From an optimization exercise on the open Yosys and OpenROAD flow, aimed at small area; shortcuts taken in it are not production practice.
Only simulation tests tie the RTL to the original design; equivalence was not proved.
Power figures rest on the tool's default switching activity, not on a simulated workload.

Setup of wip/garnet:
Design eave_curve, start of the top module:
module eave_curve (
    input  wire         clk,
    input  wire         rst,         
    input  wire         tick,        
    input  wire [15:0]  i_ma,        
    input  wire         open_sw,     
    input  wire [1:0]   cool,        
    input  wire [255:0] mult,        
    input  wire [15:0]  iref,        
    input  wire [3:0]   acc_sel,     
    output reg          valid,       
    output reg          trip,
    output reg  [3:0]   point,
    output reg  [15:0]  over,        
    output reg  [28:0]  acc_rd       
);
==> flow/config.mk <==
export PLATFORM = sky130hd
export DESIGN_NAME = eave_curve
export DESIGN_NICKNAME = eave_curve
export VERILOG_FILES = /design/flow/design.v
export SDC_FILE = /design/flow/constraint.sdc
export NUM_CORES = 4
export LEC_CHECK = 0
export ABC_AREA = 1
export CAP_MARGIN = 20
export CORE_MARGIN = 2
export CORE_UTILIZATION = 40
export SLEW_MARGIN = 20
==> flow/constraint.sdc <==
create_clock -name core_clock -period 20.0 [get_ports {clk}]
set_input_delay 4.0000 -clock core_clock [delete_from_list [all_inputs] [get_ports {clk}]]
set_output_delay 4.0000 -clock core_clock [all_outputs]
set_load 0.01 [all_outputs]
standard.sh (not shown) runs the stock make flow with config.mk's settings and CLKGATE_MAP_FILE= SYNTH_SCRIPT=/design/flow/synth_recipe.tcl, a recipe that flattens the netlist after the stock synthesis.
==> flow/flow/run.sh <==
#!/bin/bash
# The standard layout (standard.sh), except:
#  - synthesis is flow/synth.tcl: the standard synthesis with an area-recovering
#    ABC script (flow/abc.script) for the logic; registers are mapped as usual;
#  - the port buffers are plain buf_1 cells;
#  - the clock tree uses clkbuf_4 leaves and a clkbuf_8 root, no dummy loads.
# make's output goes to flow.log; ORFS keeps each step's log under orfs/logs/.
set -euo pipefail
here=$(pwd)
sed "s#SYNTH_SCRIPT=[^ ]*#SYNTH_SCRIPT=$here/flow/synth.tcl#" standard.sh > own_standard.sh
grep -q "SYNTH_SCRIPT=$here/flow/synth.tcl" own_standard.sh
bash own_standard.sh 'BUFFER_PORTS_ARGS=-buffer_cell sky130_fd_sc_hd__buf_1' \
  'CTS_ARGS=-sink_clustering_enable -repair_clock_nets -buf_list sky130_fd_sc_hd__clkbuf_4 -root_buf sky130_fd_sc_hd__clkbuf_8 -sink_clustering_size 8 -sink_clustering_max_diameter 50 -dont_use_dummy_load' \
  finish > flow.log 2>&1
==> flow/flow/abc.script <==
strash
dch
map -a
strash
dch
map -a
topo
dnsize -c
==> flow/flow/synth.tcl <==
# The standard synthesis (synth_recipe.tcl), except that ABC maps the logic
# with abc.script beside this file. Registers are mapped before ABC runs, by
# the standard steps, so they come out as in the standard synthesis.
set my_abc_script [file join [file dirname [file normalize [info script]]] abc.script]
proc synth {args} { yosys synth -nofsm -noshare {*}$args }
proc abc {args} {
  set i [lsearch -exact $args -script]
  if { $i >= 0 } { lset args [expr { $i + 1 }] $::my_abc_script }
  yosys abc {*}$args
}
source $::env(SCRIPTS_DIR)/synth.tcl
# left out here: clear keep_hierarchy, flatten, clean up, hide names made inside functions, write 1_2_yosys.v
The inputs of wip/tundra differ from those of wip/garnet as listed below.
==> flow/flow/run.sh <==
#!/bin/bash
# The standard layout (standard.sh), except:
#  - synthesis is flow/synth.tcl: the standard synthesis without full-adder
#    extraction and with an area-recovering ABC script (flow/abc.script) for
#    the logic; registers are mapped as usual;
#  - the port buffers are plain buf_1 cells;
#  - the clock tree uses clkbuf_4 leaves and a clkbuf_8 root, no dummy loads.
# make's output goes to flow.log; ORFS keeps each step's log under orfs/logs/.
set -euo pipefail
here=$(pwd)
sed "s#SYNTH_SCRIPT=[^ ]*#SYNTH_SCRIPT=$here/flow/synth.tcl#" standard.sh > own_standard.sh
grep -q "SYNTH_SCRIPT=$here/flow/synth.tcl" own_standard.sh
bash own_standard.sh 'BUFFER_PORTS_ARGS=-buffer_cell sky130_fd_sc_hd__buf_1' \
  'CTS_ARGS=-sink_clustering_enable -repair_clock_nets -buf_list sky130_fd_sc_hd__clkbuf_4 -root_buf sky130_fd_sc_hd__clkbuf_8 -sink_clustering_size 10 -sink_clustering_max_diameter 60 -dont_use_dummy_load' \
  finish > flow.log 2>&1
-- flow/flow/synth.tcl --
<<< wip/garnet, line 4
set my_abc_script [file join [file dirname [file normalize [info script]]] abc.script]
proc synth {args} { yosys synth -nofsm -noshare {*}$args }
>>> wip/tundra, line 4
set my_abc_script [file join [file dirname [file normalize [info script]]] abc.script]
# No full-adder extraction: ABC maps the adders with the rest of the logic.
set ::env(ADDER_MAP_FILE) ""
proc synth {args} { yosys synth -nofsm -noshare {*}$args }
Notes after the runs:
- Compare wip/tundra and wip/garnet | highest fanout seen on the critical path higher: wip/garnet
- The antenna diode instance count reported for wip/tundra is smaller than that of wip/garnet by 6.
- Compared with wip/garnet, wip/tundra shows a total wirelength of the detailed-routed design that is 6.3% lower.
- wip/tundra ended up with a lower die outline area than wip/garnet did.
- In the final design statistics, wip/tundra uses more standard cells in total than wip/garnet.
- Worst path buffer plus inverter count: wip/tundra > wip/garnet
- wip/tundra ended up with a lower met1 routing resource usage after global routing than wip/garnet did.
- The switching power total in wip/tundra was higher than what wip/garnet gave.
- For wip/garnet, the highest metal layer with signal wires was met5, unlike wip/tundra, where it was met4.
- Height of the chip went down slightly going from wip/garnet to wip/tundra.


## job 1605
Another version of the RTL of eave_curve (not shown whole).
For scale: roughly 1500 cells after synthesis, ~410 flip-flops, ~350 I/O pins.
Design eave_curve, start of the top module:
module eave_curve (
    input  wire         clk,
    input  wire         rst,         
    input  wire         tick,        
    input  wire [15:0]  i_ma,        
    input  wire         open_sw,     
    input  wire [1:0]   cool,        
    input  wire [255:0] mult,        
    input  wire [15:0]  iref,        
    input  wire [3:0]   acc_sel,     
    output reg          valid,       
    output reg          trip,
    output reg  [3:0]   point,
    output reg  [15:0]  over,        
    output reg  [28:0]  acc_rd       
);
==> flow/config.mk <==
export PLATFORM = sky130hd
export DESIGN_NAME = eave_curve
export DESIGN_NICKNAME = eave_curve
export VERILOG_FILES = /design/flow/design.v
export SDC_FILE = /design/flow/constraint.sdc
export NUM_CORES = 4
export LEC_CHECK = 0
export ABC_AREA = 1
export CAP_MARGIN = 20
export CORE_MARGIN = 2
export CORE_UTILIZATION = 40
export SLEW_MARGIN = 20
==> flow/constraint.sdc <==
create_clock -name core_clock -period 20.0 [get_ports {clk}]
set_input_delay 4.0000 -clock core_clock [delete_from_list [all_inputs] [get_ports {clk}]]
set_output_delay 4.0000 -clock core_clock [all_outputs]
set_load 0.01 [all_outputs]
==> flow/flow/run.sh <==
#!/bin/bash
# The standard layout (standard.sh), except:
#  - synthesis is flow/synth.tcl: the standard synthesis with an area-recovering
#    ABC script (flow/abc.script) for the logic; registers are mapped as usual;
#  - the port buffers are plain buf_1 cells;
#  - the clock tree uses clkbuf_4 leaves and a clkbuf_8 root, no dummy loads.
# make's output goes to flow.log; ORFS keeps each step's log under orfs/logs/.
set -euo pipefail
here=$(pwd)
sed "s#SYNTH_SCRIPT=[^ ]*#SYNTH_SCRIPT=$here/flow/synth.tcl#" standard.sh > own_standard.sh
grep -q "SYNTH_SCRIPT=$here/flow/synth.tcl" own_standard.sh
bash own_standard.sh 'BUFFER_PORTS_ARGS=-buffer_cell sky130_fd_sc_hd__buf_1' \
  'CTS_ARGS=-sink_clustering_enable -repair_clock_nets -buf_list sky130_fd_sc_hd__clkbuf_4 -root_buf sky130_fd_sc_hd__clkbuf_8 -sink_clustering_size 8 -sink_clustering_max_diameter 50 -dont_use_dummy_load' \
  finish > flow.log 2>&1
==> flow/flow/synth.tcl <==
# The standard synthesis (synth_recipe.tcl), except that ABC maps the logic
# with abc.script beside this file. Registers are mapped before ABC runs, by
# the standard steps, so they come out as in the standard synthesis.
set my_abc_script [file join [file dirname [file normalize [info script]]] abc.script]
proc synth {args} { yosys synth -nofsm -noshare {*}$args }
proc abc {args} {
  set i [lsearch -exact $args -script]
  if { $i >= 0 } { lset args [expr { $i + 1 }] $::my_abc_script }
  yosys abc {*}$args
}
source $::env(SCRIPTS_DIR)/synth.tcl
# left out here: clear keep_hierarchy, flatten, clean up, hide names made inside functions, write 1_2_yosys.v
Scripts as last shown in full above: flow/flow/abc.script
[inputs] job 3920 vs job 1605
-- flow/flow/abc.script --
<<< job 1605, line 8
>>> job 3920, line 8
stime -c
buffer -c
upsize -c
Findings:
- NOTE count of different cell masters after synthesis job 1605->job 3920 increased by more than a quarter
- Job 3920 falls short of job 1605 in cell area.
- Going from job 1605 to job 3920, routed wire length went down 2.6 mm, proportion of synthesized chip area in sequential cells went down.
- Worst hold slack was lower in job 1605 than in job 3920.
- [compare] base=job 1605 new=job 3920: clock tree cell share of total cell area stayed essentially flat; xor/xnor cell area share of the yosys netlist stayed essentially flat; simple-gate share of the synthesized area rose by 0.32 points; fill cell total of the finished layout rose by 3.4%; share of the cycle needed by the critical path after routing fell by 0.41 points.
- Looking at post-route minimum period across both flows, job 3920 is the stronger of the two, with job 1605 trailing.
Here is what was changed in the inputs of job 2582 compared with job 3920.
-- flow/flow/run.sh --
<<< job 3920, line 13
  'CTS_ARGS=-sink_clustering_enable -repair_clock_nets -buf_list sky130_fd_sc_hd__clkbuf_4 -root_buf sky130_fd_sc_hd__clkbuf_8 -sink_clustering_size 8 -sink_clustering_max_diameter 50 -dont_use_dummy_load' \
>>> job 2582, line 13
  'CTS_ARGS=-sink_clustering_enable -repair_clock_nets -buf_list sky130_fd_sc_hd__clkbuf_2 -root_buf sky130_fd_sc_hd__clkbuf_8 -sink_clustering_size 6 -sink_clustering_max_diameter 40 -dont_use_dummy_load' \
==> flow/flow/abc.script <==
strash
dch
map -a
strash
dch
map -a
topo
dnsize -c
==> run summary <==
[compare] base=job 3920 new=job 2582: time the final worst path needs with I/O delays and setup now larger, vertical die dimension now smaller. Area after synthesis was higher in job 3920 than in job 2582. Compared with job 3920, in job 2582 global-route usage over all layers increased 2.1 points; half-perimeter wire length of the detailed placement result increased 5.7%. On job 2582: global-route met2 utilization is 1.2 points lower than what job 3920 gave. When job 2582 is set beside job 3920, its number of rows in the core area turns out to be about 1.4% smaller. Job 3920 has higher die area than job 2582. Of job 2582 and job 3920, the higher floorplan core area belongs to job 3920. For power, job 3920 and job 2582 come out practically identical. Sort job 2582 and job 3920 by cell count asc -> top: job 2582.

-- port drivers added, routing unchanged --
How much do the figures lean on ideal ports? The routed layouts below were timed once more, with nothing changed but the port constraints.
Step 1 assumes that a clkbuf_16 drives the clock port and a buf_2 every other input.
Step 2 adds t to the input delays and takes it off the output delays; t is the mean of the earliest and latest rising clock arrival at the registers after step 1. Input paths then give back, and output paths get back, about the clock's delay inside the block.
a / b / c = ideal / step 1 / step 2; a / b = the first two.
run | t (ns) | setup WS [ns] | worst hold slack (ns) | worst setup path at the end | worst data-port slew with drivers (ns)
wip/garnet | 0.591 | 1.437 / 1.462 / 0.871 | 0.280 / 0.280 / 0.280 | input to register | 0.12
wip/tundra | 0.594 | 8.163 / 8.182 / 7.588 | 0.298 / 0.298 / 0.298 | input to register | 0.13
job 1605 | 0.594 | 1.442 / 1.461 / 0.867 | 0.269 / 0.269 / 0.269 | input to register | 0.15
job 3920 | 0.607 | 1.524 / 1.533 / 0.927 | 0.275 / 0.275 / 0.275 | input to register | 0.12
job 2582 | 0.571 | 1.408 / 1.427 / 0.857 | 0.285 / 0.285 / 0.285 | input to register | 0.15
After both steps setup and hold are still met in every run listed. For job 3920, which loses most, drivers alone change the setup slack by +0.009 ns; drivers and shift together by -0.597 ns.
